Background: an optimization exercise with open tools, aiming at small area, a short achievable clock period and few clock cycles per item. Do not read the settings as production practice.
At most, simulation tests tie the RTL to the original design; equivalence was not proved.
No functional check of the RTL was part of runs 1 to 6.
Power figures rest on the tool's default switching activity, not on a simulated workload.

===== design/flow/flow/run.sh =====
#!/bin/bash
# Standard layout, with every port buffered by a plain buf_2 instead of the
# default pick.  Output of the run goes to flow_run.log.
set -euo pipefail
export BUFFER_PORTS_ARGS="-buffer_cell sky130_fd_sc_hd__buf_2"
bash standard.sh > flow_run.log 2>&1

===== design/flow/config.mk =====
export PLATFORM = sky130hd
export DESIGN_NAME = brimet_divsqrt
export DESIGN_NICKNAME = brimet_divsqrt
export VERILOG_FILES = /design/flow/design.v
export SDC_FILE = /design/flow/constraint.sdc
export NUM_CORES = 4
export LEC_CHECK = 0
export CAP_MARGIN = 20
export CORE_MARGIN = 2
export CORE_UTILIZATION = 40
export SLEW_MARGIN = 20

===== design/flow/standard.sh =====
#!/bin/bash
# synth_recipe.tcl (not shown) runs the flow's synth.tcl, then flattens the netlist and writes it again
# the make line also repeats each setting of config.mk as NAME=value (left out here)
make -C /OpenROAD-flow-scripts/flow DESIGN_CONFIG=/design/flow/config.mk WORK_HOME=/design/flow/orfs CLKGATE_MAP_FILE= SYNTH_SCRIPT=/design/flow/synth_recipe.tcl "${@:-finish}"

===== design/flow/constraint.sdc =====
create_clock -name core_clock -period 15.0 [get_ports {clk}]
set_input_delay 3.0000 -clock core_clock [delete_from_list [all_inputs] [get_ports {clk}]]
set_output_delay 3.0000 -clock core_clock [all_outputs]
set_load 0.01 [all_outputs]

===== design/flow/design.v =====
module brimet_divsqrt (
    input  wire        clk,
    input  wire        rst,
    input  wire        in_valid,
    output wire        in_ready,
    input  wire [7:0]  in_op,
    input  wire [31:0] in_a,
    input  wire [7:0]  in_aq,
    input  wire [31:0] in_b,
    input  wire [7:0]  in_bq,
    output reg         out_valid,
    output wire [31:0] out_val,
    output wire [7:0]  out_q
);
    reg         run;     
    reg         fin;     
    reg  [4:0]  cnt;
    reg  [25:0] W;       
    reg  [25:0] X;       
    reg  [25:0] Q;       
    reg  [9:0]  E;       
    reg         sq;      
    reg         ev;      
    reg         fa_ez, fa_eo, fb_ez, fb_eo, f_sign, f_selb;
    wire        fb_mnz = (X[23:1] != 23'd0);    
    wire load  = ~run & ~fin;
    wire first = (cnt == 5'd0);
    assign in_ready = fin;
    assign out_val  = {E[8:0], Q[22:0]};
    assign out_q    = X[7:0];
    reg  [25:0] H;
    integer hk;
    always @* begin
        for (hk = 0; hk < 26; hk = hk + 1)
            H[hk] = sq && (ev ? (cnt == 25 - hk) : (hk <= 24 && cnt == 24 - hk));
    end
    wire [26:0] A  = {W, 1'b0};
    wire [27:0] D  = {1'b0, A} - {2'b00, X};
    wire        qb = ~D[27];
    wire [25:0] Wn = qb ? D[25:0] : A[25:0];
    wire [25:0] Xn = (X & ~H) | ({H[24:0], 1'b0} & {26{qb}}) | {1'b0, H[25:1]};
    wire [8:0] e_s  = {1'b0, E[7:0]} + {1'b0, ~Q[25:18]};           
    wire [9:0] e_div = {1'b0, e_s} - 10'd128;
    wire [9:0] e_sq  = {2'b00, E[7], ~E[7], E[6:1]};                  
    wire        late = ~Q[25];
    wire signed [9:0] te = E - {9'd0, late};
    wire        st  = (W != 26'd0);
    wire        inc = Q[0] & (st | Q[1]);
    wire [30:0] rs  = {te[7:0], Q[23:1]} + {30'd0, inc};
    wire        t_norm = (te >= 10'sd1);
    wire        t_up   = (te == 10'sd0) && (&Q[24:1]);
    wire        r_bad  = t_norm && ((te >= 10'sd255) || (rs[30:23] == 8'hFF));
    wire sp_bad  = sq ? (~fa_ez & (fa_eo | f_sign)) : (fa_eo | fb_ez | (fb_eo & fb_mnz));
    wire sp_zero = sq ? fa_ez : (fa_ez | (fb_eo & ~fb_mnz));
    wire bad     = sp_bad | (~sp_zero & r_bad);
    reg  [31:0] res;
    always @* begin
        if (bad)
            res = 32'h7FC0_0000;
        else if (sp_zero || !(t_norm || t_up))
            res = {f_sign, 31'd0};
        else if (t_norm)
            res = {f_sign, rs};
        else
            res = {f_sign, 8'd1, 23'd0};
    end
    wire [1:0] ca = {in_aq[7] & in_aq[6], in_aq[6]};
    wire [1:0] cb = {in_bq[7] & in_bq[6], in_bq[6]};
    always @(posedge clk) begin
        fa_ez  <= (in_a[30:23] == 8'h00);
        fa_eo  <= (in_a[30:23] == 8'hFF);
        fb_ez  <= (in_b[30:23] == 8'h00);
        fb_eo  <= (in_b[30:23] == 8'hFF);
        f_sign <= in_a[31] ^ (in_b[31] & ~in_op[0]);
        f_selb <= ~in_op[0] & (cb < ca);
    end
    always @(posedge clk) begin
        if (rst) begin
            run       <= 1'b0;
            fin       <= 1'b0;
            out_valid <= 1'b0;
        end else begin
            out_valid <= fin & in_valid;
            fin       <= run & (cnt == 5'd25 || (cnt == 5'd24 && Q[23]));
            run       <= run ? ~(cnt == 5'd25 || (cnt == 5'd24 && Q[23])) : (load & in_valid);
        end
    end
    always @(posedge clk) begin
        cnt <= run ? cnt + 5'd1 : 5'd0;
        W   <= load ? {2'b00, 1'b1, in_a[22:0]} : Wn;
        if (load)
            X <= {in_op[0] & ~in_a[23], ~(in_op[0] & ~in_a[23]),
                  in_b[22:0] & {23{~in_op[0]}}, 1'b0};
        else if (fin)
            X <= {Xn[25:8], bad ? 8'h03 : (f_selb ? in_bq : in_aq)};
        else
            X <= Xn;
        if (load) begin
            sq <= in_op[0];
            ev <= in_op[0] & ~in_a[23];
            Q  <= {in_b[30:23], 17'd0, 1'b1};
            E  <= {2'b00, in_a[30:23]};
        end else if (fin) begin
            Q[22:0] <= res[22:0];
            E[8:0]  <= res[31:23];
        end else begin
            Q <= {Q[24:0], qb};
            if (first)
                E <= sq ? e_sq : e_div;
        end
    end
endmodule

==> impl_results.md, run 1 <==
- Outcome: complete, no violations
- Clock sinks: 104
- CTS tree: yes
- Die Wd: 149 um
- Sequential share of the synthesized area: 26.4%
- Post-Layout Cell Count: 1,400
- Worst Path Buf+Inv: 1
- Slowest-stage cell, CP: edfxtp_1
- Initial antenna violation count: 0
- DRT Pass-1 Iters: 5
- Post-CTS resize count: 0
- Worst Setup Path Type: reg -> out
- Root Buffer: clkbuf_16
- Vias per cell: 5.78
- Crit path max fanout: 17
- RSZ-0062 raised after global routing: no
- Worst slew pin tran: 0.922 ns
- Req. time, crit path: 12.00 ns
- Placed Cells: 1,384
- Slew HR: 38.5%
- Max-cap violations: 0
- Layout area overhead: 9.06%
- IO Count: 133
- Detailed-placement wirelength estimate: 19,000 um
- Pwr dens: 123 nW/um^2
- CTS Buf Count: 9
- Final Cycle Share: 29.0%
- EDFF count, synth: 13
- Synth Net Count: 1,225
- Clock Latency Late Sink: 0.37 ns
- Min-delay worst type: reg -> reg
- Mapped Cells: 1,082
- Clock Skew: 0.0176 ns
- Full die area: 22,100 sq um
- Routed len/inst: 17.8 um
- GR Overflow Total: 0
- GP Congestion: 0.851
- Setup violations, final: 0
- Most frequent cells in the layout: 125 x buf_2, 114 x nand2_1, 91 x dfxtp_1
- Min cycle time layout: 4.35 ns
- Fin area: 9130 sq um
- Fmax: 0.230 GHz
- Delay-heaviest family, CP: flip-flops
- Critical-path cell list: buf_2
- Initial core utilization: 41.1%
- Number of diodes: 0
- Post-Route WL: 25,000 um
- Synth warn: 1
- Asr flop ratio synth: 0%
- Global-route wire length before repair: 39,400 um
- Largest net degree at the start of global routing: 56
- Ys flop type: dfxtp_1
- Syn Area/Cell: 7.73 sq um
- CTS Hold Buffers Added: 0
- Worst vdd ir: 0.0598 mV
- Setup repair bufs after CTS: 0
- Mapped Area: 8370 sq um
- Most common cell after layout, fill and taps aside: buf_2
- GRT Util Overall: 22.5%
- Vias: 8,086
- Critical Path Max Stage Delay: 0.74 ns
- Final Hold Fails: 0
- Initial DRC count: 699
- Final TNS setup: 0 ns
- Synth cell types: 84
- Core Box Area: 20,400 sq um
- Max clock buf depth: 2
- Placed Instance Area: 8830 sq um
- Worst-path clk slew: 0.08 ns
- Die height: 149 um
- Post-route ant nets: 0
- Share of layout cells above drive strength 1: 16.3%
- LEAKAGE: 3.77 nW
- Vias in the first global route: 7,361
- Port buffer count: 125
- CTS HTree Levels: 3
- Final #Nets: 1,268
- # rows: 52
- Pins Over Slew Limit: 0
- Worst Path Arrival: 1.35 ns
- FF+latch count, synth: 104
- DRC: 0
- Worst setup SP type: flop
- Crit path capture type: output port
==> power by group <==
group	total (W)	internal, W	leakage (nW)	switching [W]
sequential	0.000372	0.000321	0.889	0.0000513
clock	0.000244	0.000118	0.147	0.000126
combinational	0.000510	0.000205	2.73	0.000305
total	0.00113	0.000644	3.77	0.000483
==> sequential cells by signal (all words and copies together) (netlist names), 5 cells and up <==
name,flops
E,10
cnt,5
X,26
W,26
Q,26
==> stage by stage <==
| step | hold slack [ns] | total power [W] | setup slack (ns) | util, % |
|---|---|---|---|---|
| after floorplan | 0.450 | 0.000758 | 11.29 | - |
| after global placement | 0.479 | 0.000875 | 10.84 | 43.3 |
| after detailed placement | 0.485 | 0.000879 | 10.83 | 43.3 |
| after CTS | 0.493 | 0.00112 | 10.68 | 44.8 |
| after global routing | 0.503 | 0.00120 | 10.61 | 44.8 |
| final | 0.490 | 0.00113 | 10.65 | 44.8 |
==> layout make-up <==
cell class / count / area [sq um]
Fill cell: 2050 / 11200
Multi-Input combinational cell: 808 / 5340
Sequential cell: 104 / 2210
Timing Repair Buffer: 131 / 671
Tap cell: 270 / 338
Inverter: 71 / 267
Clock buffer: 9 / 225
Clock inverter: 7 / 73.8
==> routing by layer <==
layer,global-route usage (%),up-vias,share of wire [%]
li1,-,3973,-
met1,33.0,3802,49
met2,33.8,268,42
met3,3.93,43,6.6
met4,6.24,0,2.5
met5,0,-,0
==> cell families after synthesis <==
logic type,synth area share [%]
AO/OA/AOI/OAI,22.3
multiplexers,3.01
adder cells (fa/ha/maj),7.95
buffers and inverters,9.75
AND/OR/NAND/NOR,24.8
XOR/XNOR,5.76
flip-flops,26.4
==> path summary, 6_finish.rpt <==
| check | slack, ns | from | to | cells after the start |
|---|---|---|---|---|
| setup / recovery | 10.65 | E[3]$_DFFE_PP_ | out_val[26] | 1 |
| hold / removal | 0.49 | W[4]$_DFF_P_ | W[5]$_DFF_P_ | 2 |
| setup reg to reg | 11.08 | X[1]$_DFF_P_ | X[1]$_DFF_P_ | 11 |
| hold reg to reg | 0.49 | W[4]$_DFF_P_ | W[5]$_DFF_P_ | 2 |
==> cell usage after synthesis, types with 28 or more instances <==
cell type,instances,area [sq um]
a21oi_1,57,285
nand2_1,114,428
xnor2_1,37,324
buf_4,40,300
nand3_1,34,170
o21ai_0,62,310
nor2_1,68,255
clkbuf_1,47,176
dfxtp_1,91,1820
ha_1,50,626
a31oi_1,29,181
inv_1,70,263
nor3_1,28,140
==> run 2: changes to the inputs <==
--- a/design/flow/design.v
+++ b/design/flow/design.v
@@ -14,17 +14,18 @@
 );
     reg         run;     
     reg         fin;     
-    reg  [4:0]  cnt;
+    reg  [4:0]  pos;     
     reg  [25:0] W;       
     reg  [25:0] X;       
     reg  [25:0] Q;       
-    reg  [9:0]  E;       
+    reg  [8:0]  E;       
     reg         sq;      
     reg         ev;      
     reg         fa_ez, fa_eo, fb_ez, fb_eo, f_sign, f_selb;
     wire        fb_mnz = (X[23:1] != 23'd0);    
     wire load  = ~run & ~fin;
-    wire first = (cnt == 5'd0);
+    wire first = (pos == {4'b1100, ev});
+    wire last  = (pos == 5'd0 && (Q[23] || ev)) || (pos == 5'd31);
     assign in_ready = fin;
     assign out_val  = {E[8:0], Q[22:0]};
     assign out_q    = X[7:0];
@@ -32,24 +33,22 @@
     integer hk;
     always @* begin
         for (hk = 0; hk < 26; hk = hk + 1)
-            H[hk] = sq && (ev ? (cnt == 25 - hk) : (hk <= 24 && cnt == 24 - hk));
+            H[hk] = sq && (pos == hk);
     end
     wire [26:0] A  = {W, 1'b0};
     wire [27:0] D  = {1'b0, A} - {2'b00, X};
     wire        qb = ~D[27];
     wire [25:0] Wn = qb ? D[25:0] : A[25:0];
     wire [25:0] Xn = (X & ~H) | ({H[24:0], 1'b0} & {26{qb}}) | {1'b0, H[25:1]};
-    wire [8:0] e_s  = {1'b0, E[7:0]} + {1'b0, ~Q[25:18]};           
-    wire [9:0] e_div = {1'b0, e_s} - 10'd128;
-    wire [9:0] e_sq  = {2'b00, E[7], ~E[7], E[6:1]};                  
+    wire [8:0] e_div = {1'b0, E[7:0]} + {1'b0, ~Q[25:18]};           
+    wire [8:0] e_sq  = {E[7], ~E[7], ~E[7], E[6:1]};                  
     wire        late = ~Q[25];
-    wire signed [9:0] te = E - {9'd0, late};
     wire        st  = (W != 26'd0);
     wire        inc = Q[0] & (st | Q[1]);
-    wire [30:0] rs  = {te[7:0], Q[23:1]} + {30'd0, inc};
-    wire        t_norm = (te >= 10'sd1);
-    wire        t_up   = (te == 10'sd0) && (&Q[24:1]);
-    wire        r_bad  = t_norm && ((te >= 10'sd255) || (rs[30:23] == 8'hFF));
+    wire [30:0] rs  = {~E[7], E[6:0], Q[23:1]} + {{8{late}}, 22'd0, inc};
+    wire        t_norm = late ? (E >= 9'd130) : (E >= 9'd129);
+    wire        t_up   = (late ? (E == 9'd129) : (E == 9'd128)) && (&Q[24:1]);
+    wire        r_bad  = t_norm && ((late ? (E >= 9'd384) : (E >= 9'd383)) || (rs[30:23] == 8'hFF));
     wire sp_bad  = sq ? (~fa_ez & (fa_eo | f_sign)) : (fa_eo | fb_ez | (fb_eo & fb_mnz));
     wire sp_zero = sq ? fa_ez : (fa_ez | (fb_eo & ~fb_mnz));
     wire bad     = sp_bad | (~sp_zero & r_bad);
@@ -81,12 +80,12 @@
             out_valid <= 1'b0;
         end else begin
             out_valid <= fin & in_valid;
-            fin       <= run & (cnt == 5'd25 || (cnt == 5'd24 && Q[23]));
-            run       <= run ? ~(cnt == 5'd25 || (cnt == 5'd24 && Q[23])) : (load & in_valid);
+            fin       <= run & last;
+            run       <= run ? ~last : (load & in_valid);
         end
     end
     always @(posedge clk) begin
-        cnt <= run ? cnt + 5'd1 : 5'd0;
+        pos <= load ? {4'b1100, in_op[0] & ~in_a[23]} : pos - 5'd1;
         W   <= load ? {2'b00, 1'b1, in_a[22:0]} : Wn;
         if (load)
             X <= {in_op[0] & ~in_a[23], ~(in_op[0] & ~in_a[23]),
@@ -99,7 +98,7 @@
             sq <= in_op[0];
             ev <= in_op[0] & ~in_a[23];
             Q  <= {in_b[30:23], 17'd0, 1'b1};
-            E  <= {2'b00, in_a[30:23]};
+            E  <= {1'b0, in_a[30:23]};
         end else if (fin) begin
             Q[22:0] <= res[22:0];
             E[8:0]  <= res[31:23];
==> impl_results.md, run 2 <==
- Min cycle time layout: 4.26 ns (-0.0848 ns)
- Slew HR: 32.2% (-6.4 points)
- CTS Hold Buffers Added: 0 (unchanged)
- Slowest-stage cell, CP: clkinv_1
- Worst Path Arrival: 4.47 ns (+3.12 ns)
- Worst Setup Path Type: in -> reg
- Req. time, crit path: 15.21 ns (+3.21 ns)
- Initial DRC count: 677 (-3.1%)
- Asr flop ratio synth: 0% (unchanged)
- R2R setup slack: 11.02 ns (-0.06 ns)
- Layout area overhead: 10.6%
- Placed Cells: 1,352 (-2.3%)
- IO Count: 133 (unchanged)
- Root Buffer: clkbuf_16
- Number of diodes: 0 (unchanged)
- # rows: 51 (-1.9%)
- Synth cell types: 73 (-13%)
- Post-route ant nets: 0 (unchanged)
- Fmax: 0.235 GHz (+2.0%)
- GR Overflow Total: 0 (unchanged)
- Pwr dens: 138 nW/um^2 (+12%)
- Routed len/inst: 18.0 um (+0.67%)
- Ys flop type: dfxtp_1
- Sequential share of the synthesized area: 27.5% (+1.1 points)
- Min-delay worst type: reg -> reg
- Simple-Gate Fraction of Synth Area: 22.1% (-2.7 points)
- Largest family of logic cells by synthesized area: compound AO/OA/AOI/OAI gates
- Port buffer count: 125 (unchanged)
- Post-synthesis adder-cell area fraction: 8.04% (+0.086 points)
- Final Cycle Share: 28.4% (-0.57 points)
- Post-Synth XOR/XNOR Area: 6.16% (+0.40 points)
- Vias in the first global route: 7,197 (-2.2%)
- FF+latch count, synth: 103 (-0.96%)
- Ranking of synthesized cells by area: dfxtp_1 23%, ha_1 7.5%, nand2_1 6.4%, o21ai_0 4.9%, edfxtp_1 4.9%
- Die Wd: 145 um (-2.4%)
- Synth warn: 1 (unchanged)
- Initial core utilization: 40.8% (-0.29 points)
- Worst-path clk slew: 0.07 ns (about the same)
- GRT Util Overall: 22.9% (+0.37 points)
- Clock sinks: 103 (-0.96%)
- Outcome: complete, no violations
- Max clock buf depth: 2 (unchanged)
- Top-count cell post-synth: nand2_1
- Vias per cell: 5.73 (-0.84%)
- Multiplexer share of the synthesized area: 2.29% (-0.71 points)
- Crit path capture type: flop
- Most common cell after layout, fill and taps aside: nand2_1
- Synth Net Count: 1,178 (-3.8%)
- Synth top cells by count: 135 x nand2_1, 90 x dfxtp_1, 78 x o21ai_0, 72 x a21oi_1
- LEAKAGE: 3.64 nW (-3.2%)
- Largest net degree at the start of global routing: 75 (+34%)
- Worst vdd ir: 0.0736 mV (+23%)
- Cell taking the most area after synthesis: dfxtp_1
- Mapped Area: 7970 sq um (-4.8%)
- Final Hold Fails: 0 (unchanged)
- RSZ-0062 raised after global routing: no
- Max-cap violations: 0 (unchanged)
- Critical Path Max Stage Delay: 0.58 ns (-0.16 ns)
- Setup repair bufs after CTS: 0 (unchanged)
- Clock Latency Late Sink: 0.36 ns (about the same)
- Share of layout cells above drive strength 1: 15.1% (-1.2 points)
- Post-Route WL: 24,500 um (-1.8%)
- Post-Layout Cell Count: 1,366 (-2.4%)
- Setup violations, final: 0 (unchanged)
- Synth Area in Compound Gates: 25.4% (+3.1 points)
- Full die area: 21,100 sq um (-4.7%)
- Clock Skew: 0.0108 ns (-0.00678 ns)
- DRC: 0 (unchanged)
- GP Congestion: 0.917 (+7.8%)
- Critical-path cell list: buf_2 -> clkinv_1 -> a21oi_1 -> a311oi_1 -> a41oi_1 -> o21ai_0
- CTS Buf Count: 9 (unchanged)
- Most frequent cells in the layout: 134 x nand2_1, 125 x buf_2, 90 x dfxtp_1
- Post-CTS resize count: 0 (unchanged)
- EDFF count, synth: 13 (unchanged)
- Detailed-placement wirelength estimate: 18,300 um (-3.7%)
- Final TNS setup: 0 ns (unchanged)
- Top flop regs: Q (26), W (26), X (26)
- DRT Pass-1 Iters: 5 (unchanged)
- Mapped Cells: 1,037 (-4.2%)
- CTS HTree Levels: 3 (unchanged)
- Die height: 145 um (-2.4%)
- CTS tree: yes
- Vias: 7,823 (-3.3%)
- Number of fill cells: 2,065 (+0.73%)
- Syn Area/Cell: 7.68 sq um (-0.65%)
- Share of the core filled with cells: 45.1% (+0.33 points)
- Global-route wire length before repair: 39,000 um (-0.89%)
- Initial antenna violation count: 0 (unchanged)
- Core Box Area: 19,500 sq um (-4.1%)
- Pins Over Slew Limit: 0 (unchanged)
- Worst setup SP type: input pin
- Crit path max fanout: 17 (unchanged)
- Share of the synthesized area in the top cell type: 22.6% (+0.84 points)
- Final #Nets: 1,239 (-2.3%)
- Worst slew pin tran: 1.01 ns (+0.0898 ns)
run 2: metal layers:
metal  global-route usage (%)  vias up  share of wire (%)
li1                         -     3875                  -
met1                     34.6     3658                 50
met2                     33.2      267                 41
met3                     4.21       23                7.0
met4                     5.64        0                1.3
met5                        0        -                  0
run 2: kinds of logic after synthesis:
group	count (synthesis)
and+or+nand+nor	359
AOI/OAI and AO/OA	309
buffers and inverters	142
DFF	103
xor gates and xnor gates	56
adders and majority gates	50
muxes	18
run 2: power breakdown:
part / switching (W) / leakage [nW] / internal [W]
clock network: 0.000108 / 0.145 / 0.000132
registers: 0.0000558 / 0.883 / 0.000322
logic: 0.000360 / 2.62 / 0.000238
total: 0.000524 / 3.64 / 0.000692
run 2: critical path, delay by kind of cell:
| kind | cells | cell delay, ns |
|---|---|---|
| compound gates | 4 | 0.76 |
| buf+inv | 2 | 0.71 |
run 2: area by class of cell:
class | count | area [sq um] | share of cell area (%)
Multi-Input combinational cell | 792 | 5100 | 57.9
Sequential cell | 103 | 2190 | 24.9
Timing Repair Buffer | 132 | 678 | 7.69
Tap cell | 265 | 332 | 3.76
Clock buffer | 10 | 239 | 2.71
Inverter | 60 | 225 | 2.55
Clock inverter | 4 | 46.3 | 0.525
run 2: through the flow:
| step | setup WS [ns] | cell area [sq um] | total power (W) | hold WS [ns] |
|---|---|---|---|---|
| floorplan | 11.29 | 7970 | 0.000826 | 0.449 |
| global placement | 10.38 | 8530 | 0.000969 | 0.472 |
| detailed placement | 10.40 | 8530 | 0.000972 | 0.476 |
| CTS | 10.78 | 8820 | 0.00122 | 0.487 |
| global route | 10.64 | 8820 | 0.00131 | 0.507 |
| finish | 10.74 | 8820 | 0.00122 | 0.487 |
run 2: final timing paths:
check              startpoint                to  cells past startpoint
min          W[23]$_SDFF_PP1_  W[24]$_SDFF_PP0_                      2
min reg2reg  W[23]$_SDFF_PP1_  W[24]$_SDFF_PP0_                      2
max                  in_op[0]      X[4]$_DFF_P_                      6
max reg2reg      X[3]$_DFF_P_      W[4]$_DFF_P_                     11
==> run 3: changes to the inputs <==
--- a/design/flow/config.mk
+++ b/design/flow/config.mk
@@ -8,4 +8,5 @@
 export CAP_MARGIN = 20
 export CORE_MARGIN = 2
 export CORE_UTILIZATION = 40
+export CTS_BUF_LIST = sky130_fd_sc_hd__clkbuf_8
 export SLEW_MARGIN = 20
==> impl_results.md, run 3 <==
- Worst-path clk slew: 0.10 ns (+0.03 ns)
- Number of fill cells: 2,079 (+0.68%)
- Post-Layout Cell Count: 1,366 (unchanged)
- Multi-input gate area: 5100 sq um (unchanged)
- Ys flop type: dfxtp_1
- Fmax: 0.236 GHz (+0.70%)
- NetSw: 0.000517 W (-1.3%)
- Overall Power: 0.00116 W (-4.9%)
- Final Cycle Share: 28.2% (-0.20 points)
- Post-Route WL: 24,500 um (+0.11%)
- Crit path capture type: flop
- Top flop regs: Q (26), W (26), X (26)
- Number of diodes: 0 (unchanged)
- Cell taking the most area after synthesis: dfxtp_1
- Root Buffer: clkbuf_8
- EDFF count, synth: 13 (unchanged)
- Setup ws final: 10.77 ns (+0.0297 ns)
- Crit path max fanout: 17 (unchanged)
- Clock Skew: 0.0144 ns (+0.00355 ns)
- LEAKAGE: 3.60 nW (-1.3%)
- Slew HR: 32.2% (+0.056 points)
- Post-route ant nets: 0 (unchanged)
- RSZ-0062 raised after global routing: no
- Min cycle time layout: 4.23 ns (-0.0297 ns)
- Register area: 2190 sq um (unchanged)
- Vias: 7,893 (+0.89%)
- Worst slew pin tran: 1.01 ns (-0.000831 ns)
- Post-Synth XOR/XNOR Area: 6.16% (unchanged)
- Final Hold Fails: 0 (unchanged)
- Final #Nets: 1,239 (unchanged)
- Core Box Area: 19,500 sq um (unchanged)
- Min-delay worst type: reg -> reg
- DRC: 0 (unchanged)
- Synth Area in Compound Gates: 25.4% (unchanged)
- Pwr dens: 133 nW/um^2 (-3.8%)
- Multiplexer share of the synthesized area: 2.29% (unchanged)
- Pre-CTS WS: 10.40 ns (unchanged)
- Worst Setup Path Type: in -> reg
- Largest family of logic cells by synthesized area: compound AO/OA/AOI/OAI gates
- Sequential share of the synthesized area: 27.5% (unchanged)
- CTS Buf Count: 9 (unchanged)
- Die height: 145 um (unchanged)
- Register share of total power: 32.6% (+1.5 points)
- Post-synthesis adder-cell area fraction: 8.04% (unchanged)
- Outcome: complete, no violations
- Synth Net Count: 1,178 (unchanged)
- Setup repair bufs after CTS: 0 (unchanged)
- Port buffer count: 125 (unchanged)
- # rows: 51 (unchanged)
- Synth cell types: 73 (unchanged)
- Initial core utilization: 40.8% (unchanged)
- Fin area: 8710 sq um (-1.1%)
- Mapped Area: 7970 sq um (unchanged)
- Initial DRC count: 588 (-13%)
- Mapped Cells: 1,037 (unchanged)
- Top-count cell post-synth: nand2_1
- Combinational Power Share: 51.7% (+2.5 points)
- GR Overflow Total: 0 (unchanged)
- Most common cell after layout, fill and taps aside: nand2_1
- Detailed-placement wirelength estimate: 18,300 um (unchanged)
- Clk pwr share: 15.7% (-4.1 points)
- Full die area: 21,100 sq um (unchanged)
- Initial antenna violation count: 0 (unchanged)
- Max clock buf depth: 2 (unchanged)
- Syn Area/Cell: 7.68 sq um (unchanged)
- Req. time, crit path: 15.24 ns (+0.03 ns)
- Final TNS setup: 0 ns (unchanged)
- Simple-Gate Fraction of Synth Area: 22.1% (unchanged)
- Clock sinks: 103 (unchanged)
- CTS tree: yes
- Global-route wire length before repair: 39,000 um (unchanged)
- Worst vdd ir: 0.0600 mV (-18%)
- Pins Over Slew Limit: 0 (unchanged)
- Sw Share: 44.7% (+1.6 points)
- Share of layout cells above drive strength 1: 15.1% (unchanged)
- CTS HTree Levels: 3 (unchanged)
- Layout area overhead: 9.38%
- Die Wd: 145 um (unchanged)
- Clock Latency Late Sink: 0.38 ns (+0.02 ns)
- Routed len/inst: 18.0 um (+0.11%)
- CTS Hold Buffers Added: 0 (unchanged)
- Synth warn: 1 (unchanged)
- Setup violations, final: 0 (unchanged)
- Post-CTS resize count: 0 (unchanged)
- Vias in the first global route: 7,202 (+0.069%)
- Asr flop ratio synth: 0% (unchanged)
- Vias per cell: 5.78 (+0.89%)
- Int Pwr: 0.000640 W (-7.6%)
- Placed Instance Area: 8530 sq um (unchanged)
- Share of the synthesized area in the top cell type: 22.6% (unchanged)
- GRT Util Overall: 22.8% (-0.060 points)
- Worst Path Arrival: 4.47 ns (about the same)
- Most frequent cells in the layout: 134 x nand2_1, 125 x buf_2, 90 x dfxtp_1
- FF+latch count, synth: 103 (unchanged)
- Ranking of synthesized cells by area: dfxtp_1 23%, ha_1 7.5%, nand2_1 6.4%, o21ai_0 4.9%, edfxtp_1 4.9%
- Largest net degree at the start of global routing: 75 (unchanged)
- DRT Pass-1 Iters: 5 (unchanged)
- Max-cap violations: 0 (unchanged)
- IO Count: 133 (unchanged)
- Synth top cells by count: 135 x nand2_1, 90 x dfxtp_1, 78 x o21ai_0, 72 x a21oi_1
- GP Congestion: 0.917 (unchanged)
- Worst setup SP type: input pin
- Placed Cells: 1,352 (unchanged)
-- run 3: cell counts after synthesis --
No cell type changed its count.
-- run 3: routing by layer --
metal  track usage, %  share of wire, %  vias up
li1                 -                 -     3874
met1             34.6                50     3697
met2             32.9                41      293
met3             4.31               7.3       29
met4             5.64               1.3        0
met5                0                 0        -
-- run 3: power by group through the flow --
| stage | Combinational (W) | Sequential [W] | Clock [W] |
|---|---|---|---|
| 2_1_floorplan | 0.000467 | 0.000359 | 0 |
| 3_3_place_gp | 0.000585 | 0.000384 | 0 |
| 3_5_place_dp | 0.000590 | 0.000382 | 0 |
| 4_1_cts | 0.000593 | 0.000377 | 0.000186 |
| 5_1_grt | 0.000669 | 0.000384 | 0.000197 |
| 6_report | 0.000598 | 0.000377 | 0.000181 |
-- run 3: kinds of logic (layout without fill, tap and decap cells) --
group           count (synthesis)  in the layout
flops                         103            103
simple gates                  359            359
xor+xnor                       56             56
fa+ha+maj                      50             50
mux                            18             18
buf+inv                       142            206
compound gates                309            309
-- run 3: cell type report --
class | instances | share of cell area, %
inverter | 60 | 2.58
clock buffer | 10 | 1.58
clock inverter | 4 | 0.531
multi-input combinational | 792 | 58.6
sequential | 103 | 25.2
timing repair buffer | 132 | 7.78
tap | 265 | 3.80
-- run 3: path summary, 6_finish.rpt --
path / from / end / slack [ns] / depth (start not counted)
worst min register to register: W[23]$_SDFF_PP1_ / W[24]$_SDFF_PP0_ / 0.49 / 2
worst min-delay path: W[23]$_SDFF_PP1_ / W[24]$_SDFF_PP0_ / 0.49 / 2
worst max-delay path: in_op[0] / X[4]$_DFF_P_ / 10.77 / 6
worst max register to register: X[3]$_DFF_P_ / W[21]$_DFF_P_ / 11.03 / 11
-- run 3: critical path, stage by stage --
cell      delay (ns)
buf_2           0.14
clkinv_1        0.57
a21oi_1         0.32
a311oi_1        0.07
a41oi_1         0.26
o21ai_0         0.11
-- run 3: through the flow --
stage          hold WS [ns]  util [%]
2_1_floorplan         0.449         -
3_3_place_gp          0.472      43.7
3_5_place_dp          0.476      43.7
4_1_cts               0.492      44.6
5_1_grt               0.511      44.6
6_report              0.493      44.6
==> run 4: changes to the inputs <==
==> design/flow/flow/run.sh (replaced) <==
#!/bin/bash
# Standard layout, with every port buffered by a plain buf_2 instead of the
# default pick.  Output of the run goes to flow_run.log.
set -euo pipefail
export BUFFER_PORTS_ARGS="-buffer_cell sky130_fd_sc_hd__buf_1"
bash standard.sh > flow_run.log 2>&1
==> impl_results.md, run 4 <==
- GP Congestion: 0.919 (+0.23%)
- Vias in the first global route: 7,313 (+1.5%)
- Core Box Area: 19,500 sq um (unchanged)
- EDFF count, synth: 13 (unchanged)
- Share of the core filled with cells: 43.8% (-0.81 points)
- FF+latch count, synth: 103 (unchanged)
- Vias per cell: 5.70 (-1.3%)
- Die height: 145 um (unchanged)
- Pwr dens: 134 nW/um^2 (+1.2%)
- Max-cap violations: 0 (unchanged)
- Top-count cell post-synth: nand2_1
- Cell taking the most area after synthesis: dfxtp_1
- Syn Area/Cell: 7.68 sq um (unchanged)
- Synth warn: 1 (unchanged)
- Clock sinks: 103 (unchanged)
- IO Count: 133 (unchanged)
- Post-Synth XOR/XNOR Area: 6.16% (unchanged)
- Worst-path clk slew: 0.11 ns (about the same)
- Vias: 7,797 (-1.2%)
- GRT Util Overall: 23.1% (+0.30 points)
- Synth Area in Compound Gates: 25.4% (unchanged)
- Worst slew pin tran: 1.02 ns (+0.0108 ns)
- Routed len/inst: 18.1 um (+0.49%)
- RSZ-0062 raised after global routing: no
- Pins Over Slew Limit: 0 (unchanged)
- Worst Setup Path Type: in -> reg
- Sequential share of the synthesized area: 27.5% (unchanged)
- Clock Skew: 0.0139 ns (-0.000451 ns)
- Outcome: complete, no violations
- Slew HR: 31.5% (-0.72 points)
- Min cycle time layout: 4.37 ns (+0.134 ns)
- Final Hold Fails: 0 (unchanged)
- Mapped Area: 7970 sq um (unchanged)
- Share of the synthesized area in the top cell type: 22.6% (unchanged)
- Setup violations, final: 0 (unchanged)
- Final TNS setup: 0 ns (unchanged)
- CTS Buf Count: 9 (unchanged)
- Post-route ant nets: 0 (unchanged)
- Ranking of synthesized cells by area: dfxtp_1 23%, ha_1 7.5%, nand2_1 6.4%, o21ai_0 4.9%, edfxtp_1 4.9%
- GRT met2 Usage: 33.1% (+0.21 points)
- Delay-heaviest family, CP: buffers and inverters
- Most common cell after layout, fill and taps aside: nand2_1
- Initial antenna violation count: 0 (unchanged)
- Ys flop type: dfxtp_1
- Asr flop ratio synth: 0% (unchanged)
- Crit path max fanout: 17 (unchanged)
- DRC: 0 (unchanged)
- Post-CTS resize count: 0 (unchanged)
- Most frequent cells in the layout: 134 x nand2_1, 125 x buf_1, 90 x dfxtp_1
- Share of layout cells above drive strength 1: 3.81% (-11 points)
- Multiplexer share of the synthesized area: 2.29% (unchanged)
- LEAKAGE: 3.21 nW (-11%)
- Slowest-stage cell, CP: clkinv_1
- Detailed-placement wirelength estimate: 18,400 um (about the same)
- Top flop regs: Q (26), W (26), X (26)
- Number of diodes: 0 (unchanged)
- Post-synthesis adder-cell area fraction: 8.04% (unchanged)
- Layout area overhead: 7.38%
- Crit path capture type: flop
- Synth Net Count: 1,178 (unchanged)
- # rows: 51 (unchanged)
- Mapped Cells: 1,037 (unchanged)
- GRT Max-Usage Layer: met1
- Min-delay worst type: reg -> reg
- Initial DRC count: 655 (+11%)
- Root Buffer: clkbuf_8
- Max clock buf depth: 2 (unchanged)
- GR Layer Usage met1: 35.4% (+0.80 points)
- Worst vdd ir: 0.0616 mV (+2.7%)
- CTS Hold Buffers Added: 0 (unchanged)
- Worst setup SP type: input pin
- Die Wd: 145 um (unchanged)
- Req. time, crit path: 15.24 ns (about the same)
- Clock Latency Late Sink: 0.39 ns (about the same)
- Port buffer count: 125 (unchanged)
- DRT Pass-1 Iters: 5 (unchanged)
- Full die area: 21,100 sq um (unchanged)
- Largest net degree at the start of global routing: 75 (unchanged)
- CTS HTree Levels: 3 (unchanged)
- Number of fill cells: 2,074 (-0.24%)
- Simple-Gate Fraction of Synth Area: 22.1% (unchanged)
- CTS tree: yes
- Largest family of logic cells by synthesized area: compound AO/OA/AOI/OAI gates
- Setup repair bufs after CTS: 0 (unchanged)
- Critical Path Max Stage Delay: 0.64 ns (+0.07 ns)
- Initial core utilization: 40.8% (unchanged)
- Critical-path cell list: buf_1 -> clkinv_1 -> a21oi_1 -> a311oi_1 -> a41oi_1 -> o21ai_0
- GR Overflow Total: 0 (unchanged)
- Fmax: 0.229 GHz (-3.1%)
- Synth cell types: 73 (unchanged)
- Met3 Use GR: 3.49% (-0.82 points)
- Worst Path Arrival: 4.61 ns (+0.14 ns)
- Post-Route WL: 24,700 um (+0.56%)
- Final #Nets: 1,239 (unchanged)
- Worst Path Buf+Inv: 2 (unchanged)
- Synth top cells by count: 135 x nand2_1, 90 x dfxtp_1, 78 x o21ai_0, 72 x a21oi_1
- Final Cycle Share: 29.1% (+0.89 points)
- Global-route wire length before repair: 39,600 um (+1.5%)
==> run 4: cell types whose count changed in the layout (fill, tap and decap cells not counted), sizes merged <==
| cell | previous run | this run |
|---|---|---|
| bufinv | 1 | 0 |
| clkbuf | 10 | 11 |
| clkinvlp | 0 | 1 |
==> run 4: logic make-up after synthesis <==
logic type / after synthesis
AO/OA/AOI/OAI: 309
multiplexers: 18
adder cells (fa/ha/maj): 50
AND/OR/NAND/NOR: 359
buffers and inverters: 142
XOR/XNOR: 56
flip-flops: 103
==> run 4: where the power goes <==
group | total, W | switching (W) | internal (W)
Combinational | 0.000594 | 0.000360 | 0.000234
Clock | 0.000177 | 0.000108 | 0.0000694
Sequential | 0.000378 | 0.0000563 | 0.000322
==> run 4: worst register-to-register path, delay by kind of cell (launching register included) <==
family          cells  cell delay (ns)
compound gates      4             1.65
fa+ha+maj           1             0.39
buf+inv             1             0.31
flops               1             0.45
simple gates        4             1.11
==> run 4: per-layer routing <==
metal  part of all wire (%)  routed length (um)
met1                     50               12400
met2                     41               10100
met3                    6.9                1700
met4                    1.7                 409
met5                      0                   0
==> run 4: final cells by class <==
cell class / count / area (sq um) / area share, %
multi-input combinational: 792 / 5100 / 59.7
sequential: 103 / 2190 / 25.6
clock inverter: 4 / 30.0 / 0.351
timing repair buffer: 132 / 522 / 6.10
clock buffer: 11 / 151 / 1.77
tap: 265 / 332 / 3.88
inverter: 60 / 225 / 2.63
==> run 4: metrics by stage <==
stage / power [W] / cell area (sq um) / hold WS [ns] / cells / worst slack (ns)
4_1_cts: 0.00115 / 8560 / 0.491 / 1367 / 10.68
5_1_grt: 0.00124 / 8560 / 0.535 / 1367 / 10.54
2_1_floorplan: 0.000826 / 7970 / 0.449 / 1037 / 11.29
6_report: 0.00115 / 8560 / 0.503 / 1367 / 10.63
3_3_place_gp: 0.000964 / 8370 / 0.473 / 1352 / 10.27
3_5_place_dp: 0.000968 / 8370 / 0.476 / 1352 / 10.26
==> run 4: worst paths after layout <==
check,end,slack (ns),cells after the start,from
setup / recovery,X[4]$_DFF_P_,10.63,6,in_op[0]
hold / removal,W[3]$_DFF_P_,0.50,2,W[2]$_DFF_P_
setup reg to reg,X[6]$_DFF_P_,10.99,10,Q[25]$_DFFE_PP_
hold reg to reg,W[3]$_DFF_P_,0.50,2,W[2]$_DFF_P_
==> run 5: changes to the inputs <==
--- a/design/flow/design.v
+++ b/design/flow/design.v
@@ -40,15 +40,51 @@
     wire        qb = ~D[27];
     wire [25:0] Wn = qb ? D[25:0] : A[25:0];
     wire [25:0] Xn = (X & ~H) | ({H[24:0], 1'b0} & {26{qb}}) | {1'b0, H[25:1]};
-    wire [8:0] e_div = {1'b0, E[7:0]} + {1'b0, ~Q[25:18]};           
+    reg  [8:0] e_div;
+    reg        ec;
+    integer ei;
+    always @* begin
+        ec = 1'b0;
+        for (ei = 0; ei < 8; ei = ei + 1) begin
+            e_div[ei] = E[ei] ^ ~Q[18+ei] ^ ec;
+            ec = (E[ei] & ~Q[18+ei]) | (ec & (E[ei] | ~Q[18+ei]));
+        end
+        e_div[8] = ec;
+    end
     wire [8:0] e_sq  = {E[7], ~E[7], ~E[7], E[6:1]};                  
     wire        late = ~Q[25];
     wire        st  = (W != 26'd0);
     wire        inc = Q[0] & (st | Q[1]);
-    wire [30:0] rs  = {~E[7], E[6:0], Q[23:1]} + {{8{late}}, 22'd0, inc};
+    reg  [22:0] rf;
+    reg  [7:0]  rx;
+    reg         rc, gc, up, dn;
+    integer ri;
+    always @* begin
+        rc = inc;
+        for (ri = 0; ri < 23; ri = ri + 1) begin
+            if (ri % 4 == 0) begin
+                gc = rc;                                
+                rc = rc & (&Q[1+ri +: 4]);              
+            end
+            rf[ri] = Q[1+ri] ^ gc;
+            gc = gc & Q[1+ri];
+        end
+        rc = gc;
+        up = rc & ~late;
+        dn = late & ~rc;
+        for (ri = 0; ri < 8; ri = ri + 1) begin
+            rx[ri] = (ri == 7 ? ~E[7] : E[ri]) ^ (up | dn);
+            if (ri < 7) begin
+                up = up & E[ri];
+                dn = dn & ~E[ri];
+            end
+        end
+    end
+    wire [30:0] rs  = {rx, rf};
     wire        t_norm = late ? (E >= 9'd130) : (E >= 9'd129);
     wire        t_up   = (late ? (E == 9'd129) : (E == 9'd128)) && (&Q[24:1]);
-    wire        r_bad  = t_norm && ((late ? (E >= 9'd384) : (E >= 9'd383)) || (rs[30:23] == 8'hFF));
+    wire        r_bad  = t_norm && (late ? (E >= 9'd384 || (E == 9'd383 && rc))
+                                         : (E >= 9'd383 || (E == 9'd382 && rc)));
     wire sp_bad  = sq ? (~fa_ez & (fa_eo | f_sign)) : (fa_eo | fb_ez | (fb_eo & fb_mnz));
     wire sp_zero = sq ? fa_ez : (fa_ez | (fb_eo & ~fb_mnz));
     wire bad     = sp_bad | (~sp_zero & r_bad);
==> design/flow/flow/run.sh (replaced) <==
#!/bin/bash
# Standard layout, with every port buffered by a plain buf_2 instead of the
# default pick.  Output of the run goes to flow_run.log.
set -euo pipefail
export BUFFER_PORTS_ARGS="-buffer_cell sky130_fd_sc_hd__buf_2"
bash standard.sh > flow_run.log 2>&1
==> impl_results.md, run 5 <==
- Outcome: complete, no violations
- Max-cap violations: 0 (unchanged)
- Post-Synth XOR/XNOR Area: 3.86% (-2.3 points)
- Die Wd: 141 um (-3.0%)
- Sequential share of the synthesized area: 29.3% (+1.8 points)
- Synth Area in Compound Gates: 23.5% (-2.0 points)
- LEAKAGE: 3.52 nW (+9.8%)
- Critical-path cell list: nand4_1 -> or3_1 -> nor4_1 -> ha_1 -> ha_1 -> ha_1 -> a21oi_1 -> a2111oi_0 -> a221o_1 -> a21oi_1 -> o221ai_2 -> nor2b_1 -> buf_4 -> a22oi_1 -> nor2_1
- Worst vdd ir: 0.0608 mV (-1.3%)
- R2R setup slack: 10.21 ns (-0.78 ns)
- Multiplexer share of the synthesized area: 2.32% (+0.031 points)
- Worst-path clk slew: 0.10 ns (about the same)
- Crit path max fanout: 19 (+2)
- Min cycle time layout: 4.79 ns (+0.428 ns)
- Synth cell types: 78 (+6.8%)
- Post-CTS resize count: 0 (unchanged)
- Number of diodes: 0 (unchanged)
- Initial core utilization: 40.4% (-0.39 points)
- Largest family of logic cells by synthesized area: compound AO/OA/AOI/OAI gates
- Worst Path Arrival: 5.07 ns (+0.46 ns)
- Port buffer count: 125 (unchanged)
- Max clock buf depth: 2 (unchanged)
- Layout area overhead: 9.46%
- Final #Nets: 1,167 (-5.8%)
- EDFF count, synth: 13 (unchanged)
- Simple-Gate Fraction of Synth Area: 21.2% (-0.93 points)
- Share of the synthesized area in the top cell type: 24.1% (+1.5 points)
- Final Hold Fails: 0 (unchanged)
- Crit path capture type: flop
- CTS HTree Levels: 3 (unchanged)
- CTS Hold Buffers Added: 0 (unchanged)
- Pins Over Slew Limit: 0 (unchanged)
- Min-delay worst type: reg -> reg
- Post-route ant nets: 0 (unchanged)
- Worst Setup Path Type: reg -> reg
- Largest net degree at the start of global routing: 46 (-39%)
- Synth top cells by count: 112 x nand2_1, 92 x nor2_1, 91 x a21oi_1, 90 x dfxtp_1, 55 x inv_1
- Critical Path Max Stage Delay: 0.77 ns (+0.13 ns)
- Syn Area/Cell: 7.80 sq um (+1.5%)
- Worst setup SP type: flop
- Synth warn: 1 (unchanged)
- Most frequent cell on the critical path: ha_1
- Post-synthesis adder-cell area fraction: 10.7% (+2.6 points)
- Most common cell after layout, fill and taps aside: buf_2
- Global-route wire length before repair: 34,800 um (-12%)
- Routed len/inst: 17.5 um (-3.1%)
- RSZ-0062 raised after global routing: no
- Root Buffer: clkbuf_8
- IO Count: 133 (unchanged)
- Die height: 141 um (-3.0%)
- Detailed-placement wirelength estimate: 15,900 um (-13%)
- Final Cycle Share: 32.0% (+2.9 points)
- Mapped Area: 7480 sq um (-6.1%)
- Setup repair bufs after CTS: 0 (unchanged)
- Full die area: 19,800 sq um (-5.9%)
- Overall Power: 0.00113 W (-1.5%)
- Vias per cell: 5.69 (-0.28%)
- Met1 Routed Length: 10,600 um (-15%)
- CTS Buf Count: 9 (unchanged)
- Most frequent cells in the layout: 125 x buf_2, 111 x nand2_1, 92 x nor2_1
- Share of layout cells above drive strength 1: 16.5% (+13 points)
- Cell taking the most area after synthesis: dfxtp_1
- Ranking of synthesized cells by area: dfxtp_1 24%, ha_1 8.5%, a21oi_1 6.1%, nand2_1 5.6%, edfxtp_1 5.2%
- Synth Net Count: 1,110 (-5.8%)
- Post-Route WL: 22,000 um (-11%)
- Vias in the first global route: 6,607 (-9.7%)
- Clock Latency Late Sink: 0.40 ns (about the same)
- Top-count cell post-synth: nand2_1
- Final TNS setup: 0 ns (unchanged)
- GP Congestion: 0.929 (+1.0%)
- Top flop regs: Q (26), W (26), X (26)
- Core Box Area: 18,500 sq um (-5.2%)
- FF+latch count, synth: 103 (unchanged)
- Slew HR: 32.9% (+1.4 points)
- Fmax: 0.209 GHz (-8.9%)
- Slowest-stage cell, CP: o221ai_2
- Pwr dens: 138 nW/um^2 (+2.8%)
- Setup ws final: 10.21 ns (-0.428 ns)
- DRT Pass-1 Iters: 6 (+1)
- Mapped Cells: 960 (-7.4%)
- Setup violations, final: 0 (unchanged)
- Asr flop ratio synth: 0% (unchanged)
- DR WL met3: 1260 um (-26%)
- Top sig layer: met4
- GR Overflow Total: 0 (unchanged)
- Clock sinks: 103 (unchanged)
- Initial antenna violation count: 0 (unchanged)
- Pre-CTS WS: 10.23 ns (-0.0339 ns)
- Worst slew pin tran: 1.01 ns (-0.0156 ns)
- Vias: 7,144 (-8.4%)
- DRC: 0 (unchanged)
- Ys flop type: dfxtp_1
- Met2 Routed Length: 9770 um (-3.6%)
- Initial DRC count: 527 (-20%)
- CTS tree: yes
- # rows: 50 (-2.0%)
- Req. time, crit path: 15.27 ns (+0.03 ns)
- GRT Util Overall: 21.9% (-1.2 points)
- Clock Skew: 0.0117 ns (-0.00224 ns)
[run 5: changes by cell type after synthesis, moves of 6 or more]
cell      delta
a21o_1      -12
a21oi_1     +19
a22oi_1     +12
a31oi_1     +10
and2_1       -6
and3_1       -9
fa_1         +6
nand2_1     -23
nand2b_1     -7
nor2_1      +33
o211ai_1     -9
o21a_1       +6
o21ai_0     -29
xor2_1      -18
[run 5: final timing paths]
| path | start | end | depth (start not counted) |
|---|---|---|---|
| min | W[3]$_DFF_P_ | W[4]$_DFF_P_ | 2 |
| max reg2reg | Q[1]$_SDFF_PP0_ | Q[13]$_SDFF_PP0_ | 15 |
| max | Q[1]$_SDFF_PP0_ | Q[13]$_SDFF_PP0_ | 15 |
| min reg2reg | W[3]$_DFF_P_ | W[4]$_DFF_P_ | 2 |
[run 5: logic make-up after synthesis]
group | count (synthesis)
adder cells (fa/ha/maj) | 59
AND/OR/NAND/NOR | 335
AO/OA/AOI/OAI | 271
buffers and inverters | 142
XOR/XNOR | 33
flip-flops | 103
multiplexers | 17
[run 5: metrics by stage]
| stage | util [%] | instance area, sq um | instances | hold WS (ns) |
|---|---|---|---|---|
| after floorplan | - | 7480 | 960 | 0.462 |
| after global placement | 43.1 | 7980 | 1240 | 0.493 |
| after detailed placement | 43.1 | 7980 | 1240 | 0.492 |
| after CTS | 44.2 | 8190 | 1256 | 0.511 |
| after global routing | 44.2 | 8190 | 1256 | 0.538 |
| final | 44.2 | 8190 | 1256 | 0.502 |
[run 5: critical path, delay by kind of cell (launching register included)]
| family | cells | cell delay, ns |
|---|---|---|
| adders and majority gates | 3 | 0.53 |
| and+or+nand+nor | 5 | 1.49 |
| AOI/OAI and AO/OA | 6 | 1.80 |
| buffers and inverters | 1 | 0.31 |
| DFF | 1 | 0.56 |
[run 5: layer usage]
| metal | vias up | track usage, % |
|---|---|---|
| met2 | 216 | 34.5 |
| met4 | 0 | 6.89 |
| met1 | 3391 | 31.0 |
| li1 | 3518 | - |
| met3 | 19 | 3.29 |
| met5 | - | 0 |
[run 5: power by group]
group,switching [W],internal (W)
Clock,0.000103,0.0000970
Combinational,0.000325,0.000222
Sequential,0.0000599,0.000324
[run 5: layout make-up]
| cell class | count | area (sq um) |
|---|---|---|
| fill | 1953 | 10300 |
| multi-input combinational | 715 | 4600 |
| sequential | 103 | 2190 |
| timing repair buffer | 132 | 678 |
| tap | 234 | 293 |
| inverter | 56 | 210 |
| clock buffer | 10 | 138 |
| clock inverter | 6 | 77.6 |
==> run 6: changes to the inputs <==
--- a/design/flow/design.v
+++ b/design/flow/design.v
@@ -57,10 +57,11 @@
     wire        inc = Q[0] & (st | Q[1]);
     reg  [22:0] rf;
     reg  [7:0]  rx;
-    reg         rc, gc, up, dn;
+    reg         rc, gc, dn;
     integer ri;
     always @* begin
         rc = inc;
+        gc = inc;
         for (ri = 0; ri < 23; ri = ri + 1) begin
             if (ri % 4 == 0) begin
                 gc = rc;                                
@@ -69,22 +70,17 @@
             rf[ri] = Q[1+ri] ^ gc;
             gc = gc & Q[1+ri];
         end
-        rc = gc;
-        up = rc & ~late;
-        dn = late & ~rc;
+        dn = late;
         for (ri = 0; ri < 8; ri = ri + 1) begin
-            rx[ri] = (ri == 7 ? ~E[7] : E[ri]) ^ (up | dn);
-            if (ri < 7) begin
-                up = up & E[ri];
+            rx[ri] = (ri == 7 ? ~E[7] : E[ri]) ^ dn;
+            if (ri < 7)
                 dn = dn & ~E[ri];
-            end
         end
     end
     wire [30:0] rs  = {rx, rf};
     wire        t_norm = late ? (E >= 9'd130) : (E >= 9'd129);
     wire        t_up   = (late ? (E == 9'd129) : (E == 9'd128)) && (&Q[24:1]);
-    wire        r_bad  = t_norm && (late ? (E >= 9'd384 || (E == 9'd383 && rc))
-                                         : (E >= 9'd383 || (E == 9'd382 && rc)));
+    wire        r_bad  = t_norm && (late ? (E >= 9'd384) : (E >= 9'd383));
     wire sp_bad  = sq ? (~fa_ez & (fa_eo | f_sign)) : (fa_eo | fb_ez | (fb_eo & fb_mnz));
     wire sp_zero = sq ? fa_ez : (fa_ez | (fb_eo & ~fb_mnz));
     wire bad     = sp_bad | (~sp_zero & r_bad);
==> impl_results.md, run 6 <==
- Slew HR: 43.3% (+10 points)
- Share of layout cells above drive strength 1: 17.2% (+0.71 points)
- GR Overflow Total: 0 (unchanged)
- RSZ-0062 raised after global routing: no
- Outcome: complete, no violations
- Crit path max fanout: 9 (-10)
- CTS Buf Count: 9 (unchanged)
- Global-route wire length before repair: 34,700 um (-0.18%)
- Cell taking the most area after synthesis: dfxtp_1
- Setup ws final: 10.80 ns (+0.595 ns)
- Final Hold Fails: 0 (unchanged)
- Slowest-stage cell, CP: edfxtp_1
- Vias: 6,971 (-2.4%)
- Vias in the first global route: 6,547 (-0.91%)
- Post-route ant nets: 0 (unchanged)
- Worst vdd ir: 0.0682 mV (+12%)
- Final TNS setup: 0 ns (unchanged)
- Share of the core filled with cells: 45.0% (+0.75 points)
- Min-delay worst type: reg -> reg
- Clock Latency Late Sink: 0.40 ns (about the same)
- Crit path capture type: output port
- CTS Hold Buffers Added: 0 (unchanged)
- Critical Path Max Stage Delay: 0.59 ns (-0.18 ns)
- Initial antenna violation count: 0 (unchanged)
- Worst Path Buf+Inv: 1 (unchanged)
- Final Cycle Share: 28.0% (-4.0 points)
- Asr flop ratio synth: 0% (unchanged)
- Reg2reg start: E[0]$_DFFE_PP_
- Max-cap violations: 0 (unchanged)
- Worst setup SP type: flop
- Synth cell types: 73 (-6.4%)
- CTS tree: yes
- IO Count: 133 (unchanged)
- # rows: 49 (-2.0%)
- Pins Over Slew Limit: 0 (unchanged)
- Number of diodes: 0 (unchanged)
- Delay-heaviest family, CP: flip-flops
- Initial DRC count: 542 (+2.8%)
- Most common cell after layout, fill and taps aside: buf_2
- Pre-CTS WS: 10.79 ns (+0.565 ns)
- Ys flop type: dfxtp_1
- Setup repair bufs after CTS: 0 (unchanged)
- Post-CTS resize count: 0 (unchanged)
- Port buffer count: 125 (unchanged)
- Max clock buf depth: 2 (unchanged)
- Worst-path clk slew: 0.11 ns (about the same)
- Root Buffer: clkbuf_8
- DRC: 0 (unchanged)
- Critical-path cell list: buf_2
- Mapped Area: 7340 sq um (-2.0%)
- Worst slew pin tran: 0.850 ns (-0.156 ns)
- Mapped Cells: 929 (-3.2%)
- Die height: 139 um (-0.97%)
- Routed len/inst: 17.3 um (-1.2%)
- Share of the synthesized area in the top cell type: 24.6% (+0.49 points)
- Syn Area/Cell: 7.90 sq um (+1.3%)
- Top-count cell post-synth: nand2_1
- Ranking of synthesized cells by area: dfxtp_1 25%, ha_1 9.4%, a21oi_1 6.1%, edfxtp_1 5.3%, nand2_1 5.3%
- Sequential share of the synthesized area: 29.9% (+0.59 points)
- DRT Pass-1 Iters: 5 (-1)
- CTS HTree Levels: 3 (unchanged)
- Fmax: 0.238 GHz (+14%)
- GP Congestion: 0.897 (-3.4%)
- GRT Util Overall: 22.0% (+0.13 points)
- Synth top cells by count: 104 x nand2_1, 90 x a21oi_1, 90 x dfxtp_1, 74 x nor2_1, 62 x inv_1
- FF+latch count, synth: 103 (unchanged)
- Worst Path Arrival: 1.20 ns (-3.87 ns)
- Layout area overhead: 10.2%
- CP startpoint: E[7]$_DFFE_PP_
- Worst Setup Path Type: reg -> out
- Pwr dens: 142 nW/um^2 (+3.1%)
- Most frequent cells in the layout: 125 x buf_2, 104 x nand2_1, 90 x dfxtp_1, 90 x a21oi_1, 74 x nor2_1
- Req. time, crit path: 12.00 ns (-3.27 ns)
- Post-Route WL: 21,300 um (-3.1%)
- Setup violations, final: 0 (unchanged)
- Synth Net Count: 1,083 (-2.4%)
- Clock Skew: 0.0190 ns (+0.00733 ns)
- Detailed-placement wirelength estimate: 15,700 um (-1.4%)
- Top flop regs: Q (26), W (26), X (26)
- Initial core utilization: 40.8% (+0.42 points)
- Full die area: 19,400 sq um (-1.9%)
- Vias per cell: 5.66 (-0.52%)
- Min cycle time layout: 4.20 ns (-0.595 ns)
- Largest net degree at the start of global routing: 82 (+78%)
- EDFF count, synth: 13 (unchanged)
- Core Box Area: 18,000 sq um (-3.0%)
- Worst Hold Launch: W[5]$_DFF_P_
- LEAKAGE: 3.60 nW (+2.0%)
- Clock sinks: 103 (unchanged)
- Die Wd: 139 um (-0.97%)
- Final #Nets: 1,152 (-1.3%)
- Synth warn: 1 (unchanged)
## run 6: final timing paths
kind | endpoint | cells after the start | slack [ns]
min reg2reg | W[6]$_DFF_P_ | 2 | 0.51
min | W[6]$_DFF_P_ | 2 | 0.51
max reg2reg | E[7]$_DFFE_PP_ | 14 | 11.09
max | out_val[30] | 1 | 10.80
## run 6: layout make-up
| class | count | area [sq um] |
|---|---|---|
| inverters | 63 | 236 |
| flip-flops and latches | 103 | 2190 |
| clock buffers | 9 | 124 |
| repair buffers | 134 | 693 |
| multi-input cells | 687 | 4460 |
| well taps | 229 | 287 |
| fillers | 1852 | 9880 |
| clock inverters | 7 | 85.1 |
## run 6: stage by stage
stage / hold slack (ns) / power, W / area, sq um / instances
global route: 0.534 / 0.00125 / 8080 / 1232
floorplan: 0.455 / 0.000834 / 7340 / 929
finish: 0.507 / 0.00115 / 8080 / 1232
global placement: 0.488 / 0.000950 / 7870 / 1216
CTS: 0.513 / 0.00115 / 8080 / 1232
detailed placement: 0.494 / 0.000953 / 7870 / 1216
## run 6: cells by family after synthesis
group / after synthesis / synth area share [%]
compound gates: 279 / 24.6
xor+xnor: 22 / 2.63
fa+ha+maj: 63 / 11.6
buf+inv: 139 / 9.33
flops: 103 / 29.9
mux: 14 / 2.06
simple gates: 309 / 20.0
## run 6: report_power, final
part	internal [W]	total, W	switching [W]
registers	0.000328	0.000384	0.0000567
logic	0.000225	0.000570	0.000345
clock network	0.0000809	0.000197	0.000116
## run 6: metal layers
layer / vias to the layer above / track usage (%) / share of wire [%]
met5: - / 0 / 0
met4: 0 / 6.49 / 1.5
met3: 23 / 2.65 / 5.2
met2: 204 / 34.6 / 46
met1: 3294 / 31.8 / 48
li1: 3450 / - / -
==> run 7: changes to the inputs <==
--- a/design/flow/design.v
+++ b/design/flow/design.v
@@ -40,17 +40,21 @@
     wire        qb = ~D[27];
     wire [25:0] Wn = qb ? D[25:0] : A[25:0];
     wire [25:0] Xn = (X & ~H) | ({H[24:0], 1'b0} & {26{qb}}) | {1'b0, H[25:1]};
-    reg  [8:0] e_div;
-    reg        ec;
-    integer ei;
+    wire [7:0] eg = E[7:0] & ~Q[25:18];
+    wire [7:0] ep = E[7:0] ^ ~Q[25:18];
+    reg  [7:0] cg, cp;                   
+    integer ei, el;
     always @* begin
-        ec = 1'b0;
-        for (ei = 0; ei < 8; ei = ei + 1) begin
-            e_div[ei] = E[ei] ^ ~Q[18+ei] ^ ec;
-            ec = (E[ei] & ~Q[18+ei]) | (ec & (E[ei] | ~Q[18+ei]));
-        end
-        e_div[8] = ec;
+        cg = eg;
+        cp = ep;
+        for (el = 1; el < 8; el = el * 2)
+            for (ei = 0; ei < 8; ei = ei + 1)
+                if ((ei / el) % 2 == 1) begin
+                    cg[ei] = cg[ei] | (cp[ei] & cg[(ei / el) * el - 1]);
+                    cp[ei] = cp[ei] & cp[(ei / el) * el - 1];
+                end
     end
+    wire [8:0] e_div = {cg[7], ep ^ {cg[6:0], 1'b0}};
     wire [8:0] e_sq  = {E[7], ~E[7], ~E[7], E[6:1]};                  
     wire        late = ~Q[25];
     wire        st  = (W != 26'd0);
==> impl_results.md, run 7 <==
- # rows: 49 (unchanged)
- Post-Synth XOR/XNOR Area: 4.01% (+1.4 points)
- Reg2reg end: X[17]$_DFF_P_
- Sequential share of the synthesized area: 30.4% (+0.54 points)
- Clk pwr share: 15.8% (-1.3 points)
- Post-Route WL: 20,800 um (-2.4%)
- Initial DRC count: 464 (-14%)
- CTS Buf Count: 9 (unchanged)
- DRC: 0 (unchanged)
- Pwr dens: 148 nW/um^2 (+3.8%)
- Critical Path Max Stage Delay: 0.54 ns (-0.05 ns)
- Largest net degree at the start of global routing: 73 (-11%)
- Outcome: complete, no violations
- Full die area: 19,100 sq um (-1.7%)
- Slowest-stage cell, CP: edfxtp_1
- Most frequent cells in the layout: 125 x buf_2, 90 x dfxtp_1, 88 x a21oi_1, 88 x nand2_1, 82 x nor2_1
- Vias per cell: 5.59 (-1.3%)
- Register share of total power: 32.9% (-0.5 points)
- Synth top cells by count: 90 x dfxtp_1, 88 x a21oi_1, 88 x nand2_1, 82 x nor2_1, 61 x ha_1
- Final Hold Fails: 0 (unchanged)
- Ranking of synthesized cells by area: dfxtp_1 25%, ha_1 11%, a21oi_1 6.1%, edfxtp_1 5.4%, nand2_1 4.6%
- Most common cell after layout, fill and taps aside: buf_2
- Post-route ant nets: 0 (unchanged)
- Vias: 6,776 (-2.8%)
- Global-route wire length before repair: 33,600 um (-3.4%)
- Crit path capture type: output port
- Post-synthesis adder-cell area fraction: 11.7% (+0.14 points)
- Multiplexer share of the synthesized area: 2.00% (-0.067 points)
- Routed len/inst: 17.1 um (-0.86%)
- Clock sinks: 103 (unchanged)
- CTS HTree Levels: 3 (unchanged)
- Final TNS setup: 0 ns (unchanged)
- Worst-path clk slew: 0.11 ns (about the same)
- Mapped Area: 7210 sq um (-1.8%)
- Pins Over Slew Limit: 0 (unchanged)
- Die height: 138 um (-0.87%)
- Fmax: 0.241 GHz (+1.3%)
- LEAKAGE: 3.57 nW (-0.74%)
- Setup violations, final: 0 (unchanged)
- Number of diodes: 0 (unchanged)
- Int Pwr: 0.000638 W (+0.73%)
- Vias in the first global route: 6,396 (-2.3%)
- R2R cell count: 10 (-4)
- Min-delay worst type: reg -> reg
- Core Box Area: 17,800 sq um (-0.68%)
- GR Overflow Total: 0 (unchanged)
- Synth Net Count: 1,062 (-1.9%)
- Clock Skew: 0.0227 ns (+0.00374 ns)
- Synth warn: 1 (unchanged)
- IO Count: 133 (unchanged)
- Detailed-placement wirelength estimate: 15,500 um (-0.92%)
- FF+latch count, synth: 103 (unchanged)
- Req. time, crit path: 12.00 ns (about the same)
- DRT Pass-1 Iters: 5 (unchanged)
- Worst Path Buf+Inv: 1 (unchanged)
- Slew HR: 46.2% (+2.9 points)
- Share of the synthesized area in the top cell type: 25.0% (+0.44 points)
- Asr flop ratio synth: 0% (unchanged)
- CTS Hold Buffers Added: 0 (unchanged)
- Top flop regs: Q (26), W (26), X (26)
- Reg2reg start: X[6]$_DFF_P_
- Synth cell types: 69 (-5.5%)
- Syn Area/Cell: 7.95 sq um (+0.72%)
- GRT Util Overall: 21.6% (-0.41 points)
- Root Buffer: clkbuf_8
- Cell depth of the worst setup path: 1 (unchanged)
- Worst vdd ir: 0.0790 mV (+16%)
- Crit path max fanout: 7 (-2)
- Ys flop type: dfxtp_1
- Initial antenna violation count: 0 (unchanged)
- Clock Latency Late Sink: 0.41 ns (about the same)
- RSZ-0062 raised after global routing: no
- Max-cap violations: 0 (unchanged)
- Synth Area in Compound Gates: 23.5% (-1.0 points)
- R2R setup slack: 11.57 ns (+0.48 ns)
- Critical-path cell list: buf_2
- Setup repair bufs after CTS: 0 (unchanged)
- Worst Setup Path Type: reg -> out
- Critical Path Sink: out_val[30]
- Max clock buf depth: 2 (unchanged)
- Largest family of logic cells by synthesized area: compound AO/OA/AOI/OAI gates
- Port buffer count: 125 (unchanged)
- Post-CTS resize count: 0 (unchanged)
- Min cycle time layout: 4.15 ns (-0.0523 ns)
- GP Congestion: 0.839 (-6.5%)
- NetSw: 0.000541 W (+4.5%)
- Mapped Cells: 906 (-2.5%)
- Combinational Power Share: 51.3% (+1.8 points)
- Worst slew pin tran: 0.805 ns (-0.0447 ns)
- Final #Nets: 1,135 (-1.5%)
- CTS tree: yes
- CP startpoint: E[7]$_DFFE_PP_
- Worst Path Arrival: 1.15 ns (-0.05 ns)
- Cell taking the most area after synthesis: dfxtp_1
- Delay-heaviest family, CP: flip-flops
- EDFF count, synth: 13 (unchanged)
- Hold WS: 0.472 ns (-0.0357 ns)
- Top-count cell post-synth: dfxtp_1
- Sw Share: 45.9% (+0.92 points)
- Initial core utilization: 40.4% (-0.45 points)
- Die Wd: 138 um (-0.87%)
- Layout area overhead: 10.7%
- Simple-Gate Fraction of Synth Area: 19.7% (-0.28 points)
- Share of layout cells above drive strength 1: 17.2% (-0.073 points)
- Final Cycle Share: 27.6% (-0.35 points)
- Worst setup SP type: flop
[run 7: metrics by stage]
| stage | power (W) | instances | cell area [sq um] | util, % | setup WS (ns) |
|---|---|---|---|---|---|
| final | 0.00118 | 1213 | 7970 | 44.7 | 10.85 |
| after global placement | 0.000989 | 1197 | 7780 | 43.6 | 10.61 |
| after CTS | 0.00118 | 1213 | 7970 | 44.7 | 10.84 |
| after global routing | 0.00127 | 1213 | 7970 | 44.7 | 10.82 |
| after floorplan | 0.000859 | 906 | 7210 | - | 11.20 |
| after detailed placement | 0.000993 | 1197 | 7780 | 43.6 | 10.56 |
[run 7: cells by family (layout without fill, tap and decap cells)]
family | after synthesis | in the layout
AO/OA/AOI/OAI | 269 | 269
adder cells (fa/ha/maj) | 65 | 65
XOR/XNOR | 33 | 33
flip-flops | 103 | 103
buffers and inverters | 130 | 208
multiplexers | 14 | 14
AND/OR/NAND/NOR | 292 | 292
[run 7: tightest hold or removal path, delay by kind of cell (launching register included)]
kind | cells | cell delay, ns
flops | 1 | 0.33
buf+inv | 1 | 0.05
compound gates | 1 | 0.05
[run 7: cell type report]
type	count	area (sq um)
fill	1852	9870
multi-input combinational	673	4390
sequential	103	2190
timing repair buffer	133	686
tap	229	287
inverter	59	221
clock buffer	10	138
clock inverter	6	60.1
[run 7: worst min path at each step]
stage              startpoint                end  slack, ns  depth (start not counted)
4_1_cts        f_sign$_DFF_P_  E[8]$_SDFFE_PP0P_       0.48                          2
2_1_floorplan  f_sign$_DFF_P_  E[8]$_SDFFE_PP0P_       0.43                          2
3_5_place_dp   f_sign$_DFF_P_  E[8]$_SDFFE_PP0P_       0.46                          2
5_1_grt        f_sign$_DFF_P_  E[8]$_SDFFE_PP0P_       0.49                          2
3_3_place_gp   f_sign$_DFF_P_  E[8]$_SDFFE_PP0P_       0.46                          2
6_report       f_sign$_DFF_P_  E[8]$_SDFFE_PP0P_       0.47                          2
[run 7: per-layer routing]
layer	wire, um	GRT usage [%]
met5	0	0
met4	216	4.89
met3	1250	3.64
met2	9500	35.5
met1	9820	30.0
[run 7: power by group through the flow]
| stage | clock network (W) | logic (W) | registers, W |
|---|---|---|---|
| 2_1_floorplan | 0 | 0.000487 | 0.000372 |
| 3_3_place_gp | 0 | 0.000595 | 0.000394 |
| 3_5_place_dp | 0 | 0.000599 | 0.000394 |
| 4_1_cts | 0.000192 | 0.000604 | 0.000388 |
| 5_1_grt | 0.000199 | 0.000679 | 0.000397 |
| 6_report | 0.000186 | 0.000605 | 0.000388 |
Testbench counts of run 7, summed over its fixed seeds: cycles 219,945, ops 8,000.

## port drivers added, routing unchanged
The results above use ideal ports. As a check the final layouts listed here were re-extracted and re-timed, cells and wires unchanged. Step 1: set_driving_cell puts a clkbuf_16 on clk and a buf_2 on each other input, an assumption about the parent block. Step 2 also shifts input and output timing later by t, the mid clock arrival at the registers, as if the neighbouring blocks saw the same clock. Slacks: no drivers / after step 1 / after step 2; pairs: no drivers / after step 1.
| run | t, ns | setup slack, ns | clock arrival spread, ns | slew at the worst register clock pin (ns) | pins driven straight from the clock port |
|---|---|---|---|---|---|
| run 1 | 0.408 | 10.654 / 10.608 / 10.826 | 0.018 / 0.018 | 0.09 / 0.09 | 1 |
| run 2 | 0.398 | 10.739 / 10.751 / 10.354 | 0.012 / 0.011 | 0.07 / 0.07 | 1 |
| run 3 | 0.416 | 10.768 / 10.778 / 10.361 | 0.015 / 0.015 | 0.11 / 0.11 | 1 |
| run 4 | 0.427 | 10.634 / 10.642 / 10.215 | 0.014 / 0.014 | 0.11 / 0.11 | 1 |
| run 5 | 0.436 | 10.207 / 10.207 / 10.207 | 0.012 / 0.012 | 0.10 / 0.10 | 1 |
| run 6 | 0.436 | 10.802 / 10.760 / 10.739 | 0.019 / 0.019 | 0.12 / 0.12 | 1 |
| run 7 | 0.441 | 10.854 / 10.815 / 10.523 | 0.023 / 0.023 | 0.12 / 0.12 | 1 |
After both steps setup and hold are still met in every run listed. For run 4, which loses most, drivers alone change the setup slack by +0.008 ns; drivers and shift together by -0.419 ns.
